What follows belongs to an exercise in optimizing a design on an open flow for small area and a short achievable clock period; a production flow would make more cautious choices. Function was checked by simulation only, so behaviour that the tests miss may differ from the original. Power figures rest on the tool's default switching activity, not on a simulated workload.

$ cat design/flow/config.mk
export PLATFORM = sky130hd
export DESIGN_NAME = ecc_rmw
export DESIGN_NICKNAME = ecc_rmw
export VERILOG_FILES = /design/flow/design.v
export SDC_FILE = /design/flow/constraint.sdc
export NUM_CORES = 4
export LEC_CHECK = 0
export CAP_MARGIN = 20
export CORE_MARGIN = 2
export CORE_UTILIZATION = 40
export SLEW_MARGIN = 20
$ cat design/flow/constraint.sdc
create_clock -name core_clock -period 5.5 [get_ports {clk}]
set_input_delay 1.1000 -clock core_clock [delete_from_list [all_inputs] [get_ports {clk}]]
set_output_delay 1.1000 -clock core_clock [all_outputs]
set_load 0.01 [all_outputs]
$ cat design/flow/design.v
module ecc_rmw (
    input  wire        clk,
    input  wire        rst,           
    input  wire        in_valid,
    input  wire [71:0] in_rd_cw,      
    input  wire [63:0] in_wdata,      
    input  wire [7:0]  in_wmask,      
    input  wire [7:0]  in_wpar,       
    output reg         out_valid,
    output reg  [63:0] out_rdata,     
    output reg  [7:0]  out_rpar,      
    output reg  [7:0]  out_syndrome,  
    output reg         out_sbe,       
    output reg         out_ded,       
    output reg  [71:0] out_wr_cw,     
    output reg         out_poison     
);
    localparam [511:0] HCOL = 512'hf8c73e3d3b372f1fe0d0c8c4c2c1b0a8a4a2a1989492918c8a898685837068646261585452514c4a49464543383432312c2a292625231c1a191615130e0d0b07;
    localparam [7:0] POISON_MASK = 8'h03;
    function [7:0] check_bits(input [63:0] d);
        integer i;
        begin
            check_bits = 8'h00;
            for (i = 0; i < 64; i = i + 1)
                if (d[i])
                    check_bits = check_bits ^ HCOL[8*i +: 8];
        end
    endfunction
    reg        s0_valid;
    reg [71:0] s0_rd_cw;
    reg [63:0] s0_wdata;
    reg [7:0]  s0_wmask;
    reg [7:0]  s0_wpar;
    always @(posedge clk) begin
        if (rst) begin
            s0_valid <= 1'b0;
        end else begin
            s0_valid <= in_valid;
        end
        s0_rd_cw <= in_rd_cw;
        s0_wdata <= in_wdata;
        s0_wmask <= in_wmask;
        s0_wpar  <= in_wpar;
    end
    wire [63:0] rd_data  = s0_rd_cw[63:0];
    wire [7:0]  rd_check = s0_rd_cw[71:64];
    wire [7:0]  syndrome = check_bits(rd_data) ^ rd_check;
    reg [63:0] flip_data;
    reg [7:0]  flip_check;
    integer k;
    always @(*) begin
        for (k = 0; k < 64; k = k + 1)
            flip_data[k] = (syndrome == HCOL[8*k +: 8]);
        for (k = 0; k < 8; k = k + 1)
            flip_check[k] = (syndrome == (8'h01 << k));
    end
    wire sbe = (|flip_data) | (|flip_check);
    wire ded = (syndrome != 8'h00) && !sbe;
    wire [63:0] corr_data = rd_data ^ flip_data;
    reg [7:0] corr_par;
    always @(*) begin
        for (k = 0; k < 8; k = k + 1)
            corr_par[k] = ~^corr_data[8*k +: 8];
    end
    reg [63:0] merged;
    reg [7:0]  wpar_err;
    always @(*) begin
        for (k = 0; k < 8; k = k + 1) begin
            merged[8*k +: 8] = s0_wmask[k] ? s0_wdata[8*k +: 8] : corr_data[8*k +: 8];
            wpar_err[k]      = s0_wmask[k] && ((^s0_wdata[8*k +: 8]) == s0_wpar[k]);
        end
    end
    wire need_read = (s0_wmask != 8'hff);
    wire poison    = (need_read && ded) || (|wpar_err);
    wire [7:0] new_check = check_bits(merged) ^ (poison ? POISON_MASK : 8'h00);
    always @(posedge clk) begin
        if (rst) begin
            out_valid <= 1'b0;
        end else begin
            out_valid <= s0_valid;
        end
        out_rdata    <= corr_data;
        out_rpar     <= corr_par;
        out_syndrome <= syndrome;
        out_sbe      <= sbe;
        out_ded      <= ded;
        out_wr_cw    <= {new_check, merged};
        out_poison   <= poison;
    end
endmodule
$ cat design/flow/run.sh
#!/bin/bash
# synth_recipe.tcl (not shown) runs the flow's synth.tcl, then flattens the netlist and writes it again
# the make line also repeats each setting of config.mk as NAME=value (left out here)
make -C /OpenROAD-flow-scripts/flow DESIGN_CONFIG=/design/flow/config.mk WORK_HOME=/design/flow/orfs CLKGATE_MAP_FILE= SYNTH_SCRIPT=/design/flow/synth_recipe.tcl finish
==> flow_metrics.py, run 1 <==
metrics = {
    "sta": {
        "slew_viol_final": 0,
        "relSlewSlack_pct": 48.26,
        "min_period_ns": 5.295,
        "finalSetupTns_ns": 0,
        "max_freq_mhz": 188.9,
        "worstMarginPinSlew_ns": 0.7681,
        "hold_viol": 0,
        "skew_ns": 0.01933,
        "rsz0062_at_grt": "no",
        "period_share_pct": 96.27,
        "setup_viol": 0,
    },
    "layout": {
        "drive_above_1_share_pct": 15.83,
        "diodes": 0,
        "layout.nets": 1711,
        "fillCellCount": 2836,
        "final_cells": 2021,
        "areaGrowthSynthToFinish_pct": 41.69,
    },
    "clock_network": {
        "clk_latency_ns": 0.52,
        "h-tree-depth": 2,
        "ctsHoldBuffers": 0,
        "cts_tree": "built",
        "cts-root-buf": "clkbuf_16",
        "cts_setup_buffers": 0,
        "cts_resized": 0,
        "clock_sinks": 309,
        "cts_buffers": 34,
        "clk_pin_slew_ns": 0.06,
        "clock_path_buffers": 3,
    },
    "logic_synthesis": {
        "synth_most_common_cell": "dfxtp_1",
        "yosysTopAreaCellShare_pct": 47.13,
        "yosysTopAreaCell": "dfxtp_1",
        "ys_warn_count": 1,
        "yosysUniqueCellTypes": 59,
        "synth_seq_area_share_pct": 47.13,
        "synth_common_cells": "309 x dfxtp_1, 266 x xnor2_1, 94 x xor2_1, 50 x inv_1",
        "synth-compound-area-share_pct": 4.585,
        "syn_inst": 1124,
        "syn_area_per_cell_um2": 11.68,
        "ys.flop_type": "dfxtp_1",
        "synthSimpleGateAreaFrac_pct": 7.827,
        "synth_edf_count": 0,
        "ys_seq_elements": 309,
        "synthTopCellsByArea": "dfxtp_1 47%, xnor2_1 18%, xnor3_1 7.2%",
        "synthAdderAreaFrac_pct": 0,
        "synth.mux.area_fraction_pct": 4.051,
        "synth_xor_xnor_area_share_pct": 33.11,
        "synth_top_family_by_area": "XOR/XNOR gates",
        "netlist_area_um2": 13130,
        "synthArstFlopShare_pct": 0,
        "syn_nets": 1279,
    },
    "grt": {
        "track_usage_pct": 27.65,
        "grt_start_max_net_pins": 26,
        "grt_pass1_vias": 9901,
        "antenna_found_initial": 1,
        "gr-total-overflow": 0,
        "grt_pass1_wl_um": 66880,
    },
    "detailed_routing": {
        "wl_um": 47630,
        "vias": 9552,
        "vias_per_cell": 4.726,
        "first_iter_violations": 609,
        "wl_per_cell_um": 23.57,
        "firstDrtPassIters": 4,
        "drc": 0,
        "ant_nets": 0,
    },
    "floorplan": {
        "io_pins": 311,
        "die_h_um": 185.1,
        "dieArea_um2": 34280,
        "initial_core_util_pct": 40.44,
        "core_area_um2": 32450,
        "placementRows": 66,
        "fp.dieW_um": 185.1,
    },
    "critical_path": {
        "endpoint_kind": "register",
        "slowest_delay_ns": 0.54,
        "start_kind": "register",
        "path_cells": "xnor3_1 > xnor3_1 > xor2_1 > xnor3_1 > inv_2 > nand2_2 > nor3_2 > xor2_1 > mux2i_1 > xor2_1 > xnor3_1 > xnor3_1 > xnor3_1",
        "reg2reg_to": "out_wr_cw[66]",
        "cp_slowest_cell": "xnor3_1",
        "critical_path_class": "reg2reg",
        "cp_top_family": "XOR/XNOR gates",
        "crit_fanout": 18,
        "cp.arrival_ns": 5.69,
        "crit_start": "s0_rd_cw[60]",
        "worstPathRequired_ns": 5.90,
        "crit_path_frequent_cell": "xnor3_1",
        "reg2regPathDepth": 13,
        "r2r_start": "s0_rd_cw[60]",
        "ff2ff_setup_slack_ns": 0.21,
        "path_buf_inv": 1,
    },
    "pwr": {
        "p_leak_nw": 7.705,
        "p_total_mw": 11.09,
        "p_per_area_nw_per_um2": 596.4,
        "ir_drop_mv": 0.3986,
    },
    "hold_path": {
        "min_to": "out_valid",
        "hp-start": "s0_valid",
        "holdPathStages": 1,
        "hold_path.class": "reg2reg",
    },
    "flow_run": {
        "maxCapViolations": 0,
    },
    "placement": {
        "io_buffers": 310,
        "placed_cells": 1962,
        "hpwlAfterDp_um": 39330,
        "finalWeightedCongestion": 0.9119,
    },
    "run_status": {
        "status": "complete, no violations",
    },
}
[metrics by stage]
step / hold WS (ns) / utilization, % / setup slack (ns) / cell area (um^2)
2_1_floorplan: 0.4138 / - / 1.426 / 13130
3_3_place_gp: 0.4222 / 53.95 / 0.3625 / 17510
3_5_place_dp: 0.4370 / 53.95 / 0.3262 / 17510
4_1_cts: 0.4497 / 57.30 / 0.2737 / 18600
5_1_grt: 0.4631 / 57.30 / 0.07692 / 18600
6_report: 0.4476 / 57.30 / 0.2054 / 18600
[worst max path at each step]
stage	end	slack, ns	depth (start not counted)
finish	out_wr_cw[66]	0.21	13
global route	out_wr_cw[66]	0.08	13
CTS	out_wr_cw[66]	0.27	13
global placement	out_wr_cw[66]	0.36	13
detailed placement	out_wr_cw[66]	0.33	13
floorplan	out_wr_cw[64]	1.43	14
[sequential cells by signal (all words and copies together) (netlist names), 8 cells and up]
name / cells
out_wr_cw: 72
out_rpar: 8
s0_wpar: 8
s0_rd_cw: 72
s0_wdata: 64
out_syndrome: 8
s0_wmask: 8
out_rdata: 64
[kinds of logic (layout without fill, tap and decap cells)]
| group | Yosys count | in the layout |
|---|---|---|
| mux | 51 | 51 |
| buf+inv | 98 | 553 |
| compound gates | 73 | 73 |
| xor+xnor | 415 | 415 |
| flops | 309 | 309 |
| simple gates | 178 | 178 |
[cell type report]
type	count	area [um^2]	area share, %
clock buffers	45	962.2	5.174
clock inverters	14	126.4	0.6795
inverters	59	221.5	1.191
multi-input cells	717	6506	34.99
flip-flops and latches	309	6186	33.26
well taps	442	553.0	2.974
repair buffers	435	4041	21.73
[report_power, final]
part	switching (mW)	internal, mW	total (mW)
clock network	0.919	1.29	2.20
logic	3.55	2.62	6.17
registers	0.155	2.56	2.72
[placed cells by master, fill, tap and decap left out, drive strengths merged, types with 12 or more instances in the layout]
master,n
xnor2,273
clkdlybuf4s50,310
nand2b,12
nand2,30
xor2,97
o31ai,14
mux2,14
xnor3,43
nor4,15
buf,125
nor3,51
nand4,14
inv,61
mux2i,37
dfxtp,309
clkbuf,45
nor2,28
[metal layers]
metal  global-route usage (%)  part of all wire [%]
met3                    3.873                   5.2
met2                    48.10                    48
met1                    35.74                    44
met4                    7.937                   2.6
met5                        0                 0.038
==> run 2, diff against run 1 <==
==> design/flow/design.v (replaced) <==
module ecc_rmw (
    input  wire        clk,
    input  wire        rst,           
    input  wire        in_valid,
    input  wire [71:0] in_rd_cw,      
    input  wire [63:0] in_wdata,      
    input  wire [7:0]  in_wmask,      
    input  wire [7:0]  in_wpar,       
    output reg         out_valid,
    output reg  [63:0] out_rdata,     
    output reg  [7:0]  out_rpar,      
    output reg  [7:0]  out_syndrome,  
    output reg         out_sbe,       
    output reg         out_ded,       
    output reg  [71:0] out_wr_cw,     
    output reg         out_poison     
);
    localparam [511:0] HCOL = 512'hf8c73e3d3b372f1fe0d0c8c4c2c1b0a8a4a2a1989492918c8a898685837068646261585452514c4a49464543383432312c2a292625231c1a191615130e0d0b07;
    localparam [7:0] POISON_MASK = 8'h03;
    function [7:0] check_bits(input [63:0] d);
        integer i;
        begin
            check_bits = 8'h00;
            for (i = 0; i < 64; i = i + 1)
                if (d[i])
                    check_bits = check_bits ^ HCOL[8*i +: 8];
        end
    endfunction
    integer k;
    wire [7:0] in_syn = check_bits(in_rd_cw[63:0]) ^ in_rd_cw[71:64];
    reg [7:0] in_wpar_err;
    always @(*) begin
        for (k = 0; k < 8; k = k + 1)
            in_wpar_err[k] = in_wmask[k] && ((^in_wdata[8*k +: 8]) == in_wpar[k]);
    end
    reg        s0_valid;
    reg [63:0] s0_rd_data;
    reg [7:0]  s0_syn;
    reg [63:0] s0_wdata;
    reg [7:0]  s0_wmask;
    reg        s0_wpar_err;
    always @(posedge clk) begin
        if (rst) begin
            s0_valid <= 1'b0;
        end else begin
            s0_valid <= in_valid;
        end
        s0_rd_data  <= in_rd_cw[63:0];
        s0_syn      <= in_syn;
        s0_wdata    <= in_wdata;
        s0_wmask    <= in_wmask;
        s0_wpar_err <= |in_wpar_err;
    end
    reg [63:0] flip_data;
    reg [7:0]  flip_check;
    always @(*) begin
        for (k = 0; k < 64; k = k + 1)
            flip_data[k] = (s0_syn == HCOL[8*k +: 8]);
        for (k = 0; k < 8; k = k + 1)
            flip_check[k] = (s0_syn == (8'h01 << k));
    end
    wire sbe = (|flip_data) | (|flip_check);
    wire ded = (s0_syn != 8'h00) && !sbe;
    wire [63:0] corr_data = s0_rd_data ^ flip_data;
    reg [7:0] corr_par;
    always @(*) begin
        for (k = 0; k < 8; k = k + 1)
            corr_par[k] = ~^corr_data[8*k +: 8];
    end
    reg [63:0] merged;
    reg [63:0] premerged;
    reg [7:0]  kept_flip;    
    always @(*) begin
        for (k = 0; k < 8; k = k + 1) begin
            merged[8*k +: 8]    = s0_wmask[k] ? s0_wdata[8*k +: 8] : corr_data[8*k +: 8];
            premerged[8*k +: 8] = s0_wmask[k] ? s0_wdata[8*k +: 8] : s0_rd_data[8*k +: 8];
            kept_flip[k]        = !s0_wmask[k] && (|flip_data[8*k +: 8]);
        end
    end
    wire need_read = (s0_wmask != 8'hff);
    wire poison    = (need_read && ded) || s0_wpar_err;
    wire [7:0] new_check = check_bits(premerged)
                         ^ ((|kept_flip) ? s0_syn : 8'h00)
                         ^ (poison ? POISON_MASK : 8'h00);
    always @(posedge clk) begin
        if (rst) begin
            out_valid <= 1'b0;
        end else begin
            out_valid <= s0_valid;
        end
        out_rdata    <= corr_data;
        out_rpar     <= corr_par;
        out_syndrome <= s0_syn;
        out_sbe      <= sbe;
        out_ded      <= ded;
        out_wr_cw    <= {new_check, merged};
        out_poison   <= poison;
    end
endmodule
==> design/flow/flow/run.sh (new file) <==
#!/bin/bash
# Standard layout, with plain buffers on the ports instead of ORFS's default choice.
set -euo pipefail
export BUFFER_PORTS_ARGS="-buffer_cell sky130_fd_sc_hd__buf_2"
bash standard.sh > standard.log 2>&1
==> design/flow/standard.sh (new file) <==
#!/bin/bash
# synth_recipe.tcl (not shown) runs the flow's synth.tcl, then flattens the netlist and writes it again
# the make line also repeats each setting of config.mk as NAME=value (left out here)
make -C /OpenROAD-flow-scripts/flow DESIGN_CONFIG=/design/flow/config.mk WORK_HOME=/design/flow/orfs CLKGATE_MAP_FILE= SYNTH_SCRIPT=/design/flow/synth_recipe.tcl "${@:-finish}"
--- a/design/flow/config.mk
+++ b/design/flow/config.mk
@@ -5,7 +5,9 @@
 export SDC_FILE = /design/flow/constraint.sdc
 export NUM_CORES = 4
 export LEC_CHECK = 0
+export ABC_CLOCK_PERIOD_IN_PS = 2500
 export CAP_MARGIN = 20
 export CORE_MARGIN = 2
 export CORE_UTILIZATION = 40
+export SETUP_SLACK_MARGIN = 3.0
 export SLEW_MARGIN = 20
removed: design/flow/run.sh
==> flow_metrics.py, run 2 <==
metrics = {
    "layout": {
        "regMostFlops": "out_wr_cw",
        "areaGrowthSynthToFinish_pct": 33.69,
        "fin_util_pct": 53.92,
        "drive_above_1_share_pct": 38.05,
        "layout_commonest_cell": "xnor2_1",
        "largest_reg_flops": 72,
        "final_cell_mix": "390 x xnor2_1, 311 x buf_2, 289 x dfxtp_1",
        "layout.nets": 1759,
    },
    "grt": {
        "track_usage_pct": 25.43,
        "gr-total-overflow": 0,
        "grt_start_max_net_pins": 29,
        "antenna_found_initial": 1,
        "grt_pass1_wl_um": 65850,
        "grt_pass1_vias": 10026,
    },
    "logic_synthesis": {
        "netlist_area_um2": 13420,
        "synth_common_cells": "405 x xnor2_1, 302 x dfxtp_1, 88 x xor2_1, 68 x nand2_1, 65 x mux2_2",
        "synthTopCellsByArea": "dfxtp_1 45%, xnor2_1 26%, xor2_1 5.7%",
        "yosysTopAreaCell": "dfxtp_1",
        "ys.flop_type": "dfxtp_1",
        "synthArstFlopShare_pct": 0,
        "synth_seq_area_share_pct": 45.05,
        "synth_edf_count": 0,
        "ys_warn_count": 1,
        "syn_area_per_cell_um2": 11.05,
        "yosysTopAreaCellShare_pct": 45.05,
        "ys_seq_elements": 302,
        "syn_nets": 1370,
        "syn_inst": 1215,
        "synth_most_common_cell": "xnor2_1",
        "yosysUniqueCellTypes": 58,
    },
    "floorplan": {
        "dieArea_um2": 35030,
        "fp.dieW_um": 187.2,
        "die_h_um": 187.2,
        "io_pins": 311,
        "placementRows": 67,
        "initial_core_util_pct": 40.33,
        "core_area_um2": 33280,
    },
    "pwr": {
        "combPwrFrac_pct": 41.6,
        "ir_drop_mv": 0.2223,
        "p_leak_nw": 7.370,
        "p_total_mw": 8.782,
        "sw_frac_of_total_pct": 34.43,
        "internal_power_mw": 5.759,
        "p_switching_mw": 3.023,
        "p_per_area_nw_per_um2": 489.4,
        "pwr-share-clk_pct": 26.9,
        "seqPwrFrac_pct": 31.5,
    },
    "critical_path": {
        "path_buf_inv": 2,
        "path_cells": "buf_12 > xor2_2 > a22o_1 > a22oi_2 > buf_4 > nand3_2 > or4b_4 > o21bai_4 > xor2_2 > xor3_1",
        "ff2ff_setup_slack_ns": 2.88,
        "worstPathRequired_ns": 5.88,
        "reg2reg_to": "out_wr_cw[64]",
        "crit_path_frequent_cell": "xor2_2",
        "crit_fanout": 12,
        "cp_slowest_cell": "or4b_4",
        "reg2regPathDepth": 10,
        "slowest_delay_ns": 0.56,
        "cp.arrival_ns": 3.01,
        "endpoint_kind": "register",
        "r2r_start": "s0_syn[1]",
        "cp_top_family": "XOR/XNOR gates",
        "critical_path_class": "reg2reg",
        "start_kind": "register",
    },
    "detailed_routing": {
        "vias_per_cell": 4.827,
        "ant_nets": 0,
        "first_iter_violations": 597,
        "firstDrtPassIters": 6,
        "vias": 10006,
        "wl_um": 46180,
        "wl_per_cell_um": 22.28,
        "drc": 0,
    },
    "sta": {
        "period_share_pct": 47.70,
        "hold_viol": 0,
        "finalSetupTns_ns": 0,
        "slew_viol_final": 0,
        "rsz0062_at_grt": "yes",
        "min_period_ns": 2.624,
        "skew_ns": 0.01348,
        "relSlewSlack_pct": 51.45,
        "setup_ws_ns": 2.876,
        "worstMarginPinSlew_ns": 0.7207,
        "max_freq_mhz": 381.2,
        "setup_viol": 0,
    },
    "clock_network": {
        "clock_sinks": 302,
        "cts_tree": "built",
        "cts-root-buf": "clkbuf_16",
        "clock_path_buffers": 3,
        "ctsHoldBuffers": 0,
        "h-tree-depth": 2,
        "cts_buffers": 34,
        "clk_pin_slew_ns": 0.07,
        "clk_latency_ns": 0.51,
    },
    "placement": {
        "hpwlAfterDp_um": 35540,
        "finalWeightedCongestion": 0.9182,
        "io_buffers": 310,
        "place_ws_ns": 1.803,
    },
    "hold_path": {
        "min_to": "out_valid",
        "hp-start": "s0_valid",
        "holdPathStages": 1,
        "hold_path.class": "reg2reg",
    },
    "flow_run": {
        "maxCapViolations": 0,
    },
    "run_status": {
        "status": "complete, no violations",
    },
}
==> run 2: cell types whose count changed in the layout (fill, tap and decap cells not counted), moves of 12 or more <==
cell / previous run / this run
a21oi_1: 5 / 17
buf_2: 0 / 311
buf_4: 125 / 62
clkdlybuf4s50_1: 310 / 0
dfxtp_1: 309 / 289
inv_1: 50 / 2
mux2_2: 13 / 65
nand2_1: 28 / 62
nor3_1: 42 / 11
xnor2_1: 266 / 390
xnor3_1: 42 / 3
==> run 2: power by group through the flow <==
stage	logic, mW	clock network [mW]	registers [mW]
2_1_floorplan	1.94	0	2.74
3_3_place_gp	2.73	0	2.83
3_5_place_dp	2.73	0	2.83
4_1_cts	3.32	2.40	2.75
5_1_grt	3.83	2.49	2.79
6_report	3.65	2.36	2.76
==> run 2: cell families after synthesis <==
kind of cell / after synthesis / share of synthesized area (%)
compound gates: 60 / 3.030
xor+xnor: 499 / 33.14
buf+inv: 46 / 1.753
simple gates: 179 / 6.805
flops: 302 / 45.05
mux: 129 / 10.23
==> run 2: per-layer routing <==
layer | track usage [%] | routed length, um | vias to the layer above
met5 | 0 | 0 | -
met1 | 34.44 | 20670 | 4819
met3 | 4.259 | 2843 | 69
met2 | 42.42 | 21660 | 361
li1 | - | - | 4757
met4 | 5.861 | 1000 | 0
==> run 2: per-stage QoR <==
stage,cells,hold slack (ns),area [um^2]
2_1_floorplan,1215,0.3258,13440
3_3_place_gp,1939,0.4185,15400
3_5_place_dp,1939,0.4376,15410
4_1_cts,2039,0.4499,17420
5_1_grt,2072,0.4654,17940
6_report,2073,0.4450,17940
==> run 2: worst max-delay path by stage <==
stage              start             to  cells after the start
2_1_floorplan  s0_syn[4]  out_wr_cw[65]                      9
3_5_place_dp   s0_syn[5]  out_wr_cw[65]                      7
6_report       s0_syn[1]  out_wr_cw[64]                     10
5_1_grt        s0_syn[4]  out_wr_cw[64]                     10
4_1_cts        s0_syn[4]  out_wr_cw[64]                     11
3_3_place_gp   s0_syn[2]    out_rpar[4]                      8
==> run 2: repair_timing <==
action / in CTS / in global routing
resized for setup: 111 / 46
setup endpoints to repair: 109 / 16
gates cloned: 1 / 2
buffers inserted: 43 / 31
pin swaps: 19 / 25
==> run 2: layout make-up <==
type	count	area, um^2
inverters	2	7.507
flip-flops and latches	302	6090
well taps	448	560.5
clock buffers	42	952.2
repair buffers	397	2417
multi-input cells	867	7699
clock inverters	14	215.2
fillers	3003	15340
diodes	1	2.502
==> run 3, diff against run 2 <==
==> design/flow/run.sh (new file) <==
#!/bin/bash
# synth_recipe.tcl (not shown) runs the flow's synth.tcl, then flattens the netlist and writes it again
# the make line also repeats each setting of config.mk as NAME=value (left out here)
make -C /OpenROAD-flow-scripts/flow DESIGN_CONFIG=/design/flow/config.mk WORK_HOME=/design/flow/orfs CLKGATE_MAP_FILE= SYNTH_SCRIPT=/design/flow/synth_recipe.tcl finish
removed: design/flow/flow/run.sh
removed: design/flow/standard.sh
==> flow_metrics.py, run 3 <==
metrics = {
    "run_status": {
        "status": "complete, no violations",
    },
    "logic_synthesis": {
        "yosysTopAreaCellShare_pct": 45.05,
        "synthTopCellsByArea": "dfxtp_1 45%, xnor2_1 26%, xor2_1 5.7%",
        "synth_seq_area_share_pct": 45.05,
        "ys_seq_elements": 302,
        "synthArstFlopShare_pct": 0,
        "synth_edf_count": 0,
        "synth_most_common_cell": "xnor2_1",
        "ys.flop_type": "dfxtp_1",
        "syn_inst": 1215,
        "yosysTopAreaCell": "dfxtp_1",
        "synth_common_cells": "405 x xnor2_1, 302 x dfxtp_1, 88 x xor2_1, 68 x nand2_1, 65 x mux2_2",
        "ys_warn_count": 1,
        "netlist_area_um2": 13420,
        "yosysUniqueCellTypes": 58,
        "syn_area_per_cell_um2": 11.05,
        "syn_nets": 1370,
    },
    "clock_network": {
        "ctsHoldBuffers": 0,
        "clock_sinks": 302,
        "clk_latency_ns": 0.52,
        "cts_tree": "built",
        "h-tree-depth": 2,
        "clock_path_buffers": 3,
        "cts-root-buf": "clkbuf_16",
        "cts_buffers": 34,
        "clk_pin_slew_ns": 0.06,
    },
    "sta": {
        "worstMarginPinSlew_ns": 0.7689,
        "period_share_pct": 46.50,
        "min_period_ns": 2.558,
        "max_freq_mhz": 391.0,
        "hold_viol": 0,
        "setup_viol": 0,
        "finalSetupTns_ns": 0,
        "rsz0062_at_grt": "yes",
        "relSlewSlack_pct": 48.55,
        "skew_ns": 0.02076,
        "holdWs_ns": 0.4384,
        "slew_viol_final": 0,
    },
    "floorplan": {
        "initial_core_util_pct": 40.33,
        "placementRows": 67,
        "core_area_um2": 33280,
        "io_pins": 311,
        "die_h_um": 187.2,
        "dieArea_um2": 35030,
        "fp.dieW_um": 187.2,
    },
    "detailed_routing": {
        "ant_nets": 0,
        "drc": 0,
        "vias": 10019,
        "wl_per_cell_um": 23.26,
        "wl_um": 48130,
        "first_iter_violations": 579,
        "vias_per_cell": 4.842,
        "firstDrtPassIters": 6,
    },
    "grt": {
        "gr-total-overflow": 0,
        "track_usage_pct": 26.65,
        "antenna_found_initial": 2,
        "grt_pass1_wl_um": 68350,
        "grt_pass1_vias": 10122,
        "grt_start_max_net_pins": 25,
    },
    "critical_path": {
        "crit_start": "s0_syn[2]",
        "start_kind": "register",
        "worstPathRequired_ns": 5.89,
        "endpoint_kind": "register",
        "crit_fanout": 11,
        "critical_path_class": "reg2reg",
        "ff2ff_setup_slack_ns": 2.94,
        "r2r_start": "s0_syn[2]",
        "cp.arrival_ns": 2.95,
    },
    "layout": {
        "fin_util_pct": 58.89,
        "final_cell_mix": "367 x xnor2_1, 290 x dfxtp_1, 250 x clkdlybuf4s50_1",
        "areaGrowthSynthToFinish_pct": 46.02,
        "largest_reg_flops": 72,
        "regMostFlops": "out_wr_cw",
        "drive_above_1_share_pct": 19.81,
        "layout_commonest_cell": "xnor2_1",
        "layout.nets": 1752,
    },
    "pwr": {
        "p_per_area_nw_per_um2": 454.1,
        "p_leak_nw": 7.824,
        "ir_drop_mv": 0.2147,
    },
    "hold_path": {
        "hold_path.class": "reg2reg",
        "hp-start": "s0_valid",
    },
    "placement": {
        "io_buffers": 310,
        "hpwlAfterDp_um": 37080,
        "finalWeightedCongestion": 0.9277,
    },
    "flow_run": {
        "maxCapViolations": 0,
    },
}
run 3: repair_timing:
action / 4_1_cts / 5_1_grt
setup endpoints to repair: 126 / 52
pin swaps: 27 / 26
gates cloned: 2 / 0
gates resized for setup: 132 / 108
hold endpoints to repair: 0 / 0
setup buffers: 54 / 16
run 3: layer usage:
layer | global-route usage [%] | wire [um] | up-vias
li1 | - | - | 4729
met5 | 0 | 0 | -
met3 | 3.977 | 2750 | 61
met4 | 5.891 | 1076 | 0
met1 | 35.42 | 21260 | 4865
met2 | 45.78 | 23050 | 364
run 3: power by group:
part	switching [mW]	total, mW	internal (mW)	leakage [nW]
registers	0.255	2.77	2.51	2.55
logic	1.87	3.87	2.01	4.73
clock network	0.901	2.26	1.36	0.547
run 3: cells by family after synthesis:
| family | Yosys count | synth area share, % |
|---|---|---|
| xor gates and xnor gates | 499 | 33.14 |
| DFF | 302 | 45.05 |
| and+or+nand+nor | 179 | 6.805 |
| muxes | 129 | 10.23 |
| AOI/OAI and AO/OA | 60 | 3.030 |
| buffers and inverters | 46 | 1.753 |
run 3: metrics by stage:
stage	setup WS, ns	std cells	area, um^2	total power, mW
floorplan	3.012	1215	13440	4.684
global placement	1.914	1937	16940	5.760
detailed placement	1.742	1937	16950	5.754
CTS	2.976	2052	18960	8.591
global route	2.846	2069	19600	9.217
finish	2.942	2069	19600	8.900
run 3: final cells by class:
| type | instances | area [um^2] |
|---|---|---|
| antenna | 1 | 2.502 |
| clock inverter | 10 | 110.1 |
| tap | 448 | 560.5 |
| clock buffer | 49 | 998.5 |
| multi-input combinational | 869 | 7896 |
| inverter | 2 | 7.507 |
| timing repair buffer | 388 | 3933 |
| fill | 2853 | 13680 |
| sequential | 302 | 6091 |
run 3: final timing paths:
| check | endpoint | cells past startpoint |
|---|---|---|
| worst min register to register | out_valid | 1 |
| worst max-delay path | out_wr_cw[65] | 8 |
| worst max register to register | out_wr_cw[65] | 8 |
| worst min-delay path | out_valid | 1 |
run 3: critical path: stages, from the launching register on:
cell and delay [ns]:
dfxtp_4 0.47, or2_4 0.26, mux2i_1 0.11, a32oi_2 0.27, nand3_1 0.12, or4b_4 0.58
o21bai_4 0.19, xor2_2 0.19, xnor3_1 0.24
==> run 4, diff against run 3 <==
==> design/flow/config.mk (replaced) <==
export PLATFORM = sky130hd
export DESIGN_NAME = ecc_rmw
export DESIGN_NICKNAME = ecc_rmw
export VERILOG_FILES = /design/flow/design.v
export SDC_FILE = /design/flow/constraint.sdc
export NUM_CORES = 4
export LEC_CHECK = 0
export CAP_MARGIN = 20
export CORE_MARGIN = 2
export CORE_UTILIZATION = 40
export SLEW_MARGIN = 20
==> flow_metrics.py, run 4 <==
metrics = {
    "flow_run": {
        "maxCapViolations": 0,
    },
    "logic_synthesis": {
        "ys_seq_elements": 302,
        "synth_most_common_cell": "xnor2_1",
        "synth_common_cells": "405 x xnor2_1, 302 x dfxtp_1, 88 x xor2_1, 68 x nand2_1, 65 x mux2_2",
        "syn_nets": 1370,
        "syn_area_per_cell_um2": 11.05,
        "syn_inst": 1215,
        "ys_warn_count": 1,
        "synth_seq_area_share_pct": 45.05,
        "yosysTopAreaCell": "dfxtp_1",
        "netlist_area_um2": 13420,
        "ys.flop_type": "dfxtp_1",
        "yosysTopAreaCellShare_pct": 45.05,
        "synthArstFlopShare_pct": 0,
        "synthTopCellsByArea": "dfxtp_1 45%, xnor2_1 26%, xor2_1 5.7%",
        "synth_edf_count": 0,
        "yosysUniqueCellTypes": 58,
    },
    "hold_path": {
        "hp-start": "s0_valid",
        "hold_path.class": "reg2reg",
    },
    "layout": {
        "final_cells": 2002,
        "regMostFlops": "out_wr_cw",
        "layout.nets": 1684,
        "drive_above_1_share_pct": 9.266,
        "layout_commonest_cell": "xnor2_1",
        "areaGrowthSynthToFinish_pct": 35.47,
        "largest_reg_flops": 72,
        "diodes": 0,
        "final_cell_mix": "405 x xnor2_1, 310 x clkdlybuf4s50_1, 302 x dfxtp_1",
    },
    "critical_path": {
        "start_kind": "register",
        "cp.arrival_ns": 4.04,
        "ff2ff_setup_slack_ns": 1.83,
        "slowest_delay_ns": 0.91,
        "critical_path_class": "reg2reg",
        "r2r_start": "s0_syn[5]",
        "path_cells": "nand2b_1 > nor2_1 > a21oi_1 > a21o_1 > o211ai_1 > nand2_1 > xor3_1",
        "worstPathRequired_ns": 5.87,
        "crit_start": "s0_syn[5]",
        "endpoint_kind": "register",
        "crit_fanout": 22,
        "cp_top_family": "simple AND/OR/NAND/NOR gates",
        "cp_slowest_cell": "dfxtp_1",
        "path_buf_inv": 0,
    },
    "sta": {
        "min_period_ns": 3.667,
        "setup_viol": 0,
        "finalSetupTns_ns": 0,
        "rsz0062_at_grt": "no",
        "skew_ns": 0.02120,
        "setup_ws_ns": 1.833,
        "slew_viol_final": 0,
        "relSlewSlack_pct": 24.81,
        "hold_viol": 0,
        "worstMarginPinSlew_ns": 1.126,
        "period_share_pct": 66.68,
        "max_freq_mhz": 272.7,
    },
    "placement": {
        "place_ws_ns": 1.805,
        "hpwlAfterDp_um": 37660,
        "placed_cells": 1940,
        "io_buffers": 310,
        "finalWeightedCongestion": 0.9024,
    },
    "grt": {
        "grt_pass1_vias": 9752,
        "gr-total-overflow": 0,
        "track_usage_pct": 25.90,
        "grt_pass1_wl_um": 66130,
        "grt_start_max_net_pins": 29,
        "antenna_found_initial": 0,
    },
    "pwr": {
        "internal_power_mw": 5.514,
        "p_switching_mw": 2.712,
        "ir_drop_mv": 0.2502,
        "p_leak_nw": 6.766,
        "seqPwrFrac_pct": 34.3,
        "p_total_mw": 8.226,
        "pwr-share-clk_pct": 30.0,
        "combPwrFrac_pct": 35.7,
        "p_per_area_nw_per_um2": 452.4,
        "sw_frac_of_total_pct": 32.97,
    },
    "detailed_routing": {
        "top_layer": "met4",
        "ant_nets": 0,
        "vias": 9628,
        "drc": 0,
        "first_iter_violations": 722,
        "wl_um": 46530,
        "met1Wirelength_um": 20880,
        "vias_per_cell": 4.809,
        "wl_met2_um": 21950,
        "wl_met3_um": 2853,
        "wl_per_cell_um": 23.24,
        "firstDrtPassIters": 5,
    },
    "clock_network": {
        "clk_latency_ns": 0.51,
        "clk_pin_slew_ns": 0.06,
        "cts_buffers": 35,
        "cts_setup_buffers": 0,
        "ctsHoldBuffers": 0,
        "clock_path_buffers": 3,
        "cts_resized": 0,
        "clock_sinks": 302,
        "cts_tree": "built",
        "cts-root-buf": "clkbuf_16",
        "h-tree-depth": 2,
    },
    "run_status": {
        "status": "complete, no violations",
    },
    "floorplan": {
        "fp.dieW_um": 187.2,
        "dieArea_um2": 35030,
        "die_h_um": 187.2,
        "io_pins": 311,
        "placementRows": 67,
        "initial_core_util_pct": 40.33,
        "core_area_um2": 33280,
    },
}
==> run 4: per-stage QoR <==
stage	hold WS, ns	utilization (%)	cell area, um^2
global route	0.4631	54.63	18180
CTS	0.4389	54.63	18180
floorplan	0.3258	-	13420
global placement	0.4175	50.89	16940
finish	0.4317	54.63	18180
detailed placement	0.4247	50.95	16960
==> run 4: power by group through the flow <==
stage	clock network, mW	registers, mW	logic, mW
after floorplan	0	2.74	1.93
after global placement	0	2.86	2.93
after detailed placement	0	2.87	2.92
after CTS	2.50	2.82	2.93
after global routing	2.59	2.85	3.10
final	2.46	2.82	2.94
==> run 4: layout make-up <==
| class | count | area (um^2) |
|---|---|---|
| fill | 2963 | 15100 |
| multi-input combinational | 867 | 7161 |
| sequential | 302 | 6046 |
| timing repair buffer | 321 | 3183 |
| clock buffer | 49 | 998.5 |
| tap | 448 | 560.5 |
| clock inverter | 13 | 226.5 |
| inverter | 2 | 7.507 |
==> run 4: final timing paths <==
kind                    to  cells after the start
max          out_wr_cw[64]                      7
min              out_valid                      1
max reg2reg  out_wr_cw[64]                      7
min reg2reg      out_valid                      1
==> run 4: cell families after synthesis <==
logic type | after synthesis | share of synthesized area [%]
AOI/OAI and AO/OA | 60 | 3.030
xor gates and xnor gates | 499 | 33.14
buffers and inverters | 46 | 1.753
DFF | 302 | 45.05
muxes | 129 | 10.23
and+or+nand+nor | 179 | 6.805
==> run 4: layer usage <==
| layer | up-vias | track usage (%) |
|---|---|---|
| met5 | - | 0 |
| met2 | 353 | 43.19 |
| li1 | 4608 | - |
| met3 | 54 | 4.634 |
| met4 | 0 | 5.586 |
| met1 | 4613 | 35.05 |

==> what the ideal ports hide <==
The flow's constraints put no driver on any port. The routed layouts listed below were extracted and timed again, unchanged, in two steps. Step 1 assumes that a clkbuf_16 drives the clock port and a buf_2 every other input. Step 2, shift: input delay + t, output delay - t, t = (earliest + latest rising clock arrival at the registers) / 2. This alone moves slack from input paths to output paths. Three values: no drivers, after step 1, after step 2; two values: the first two.
| run | shift t [ns] | slack for setup (ns) | pins driven straight from the clock port |
|---|---|---|---|
| run 1 | 0.564 | 0.205 / 0.205 / 0.205 | 1 |
| run 2 | 0.558 | 2.876 / 2.876 / 2.642 | 1 |
| run 3 | 0.559 | 2.942 / 2.942 / 2.487 | 1 |
| run 4 | 0.552 | 1.833 / 1.833 / 1.833 | 1 |
After both steps every run listed still meets setup and hold. The setup slack of run 3, which loses most, moves by 0.000 ns with the drivers and by -0.455 ns with both steps.
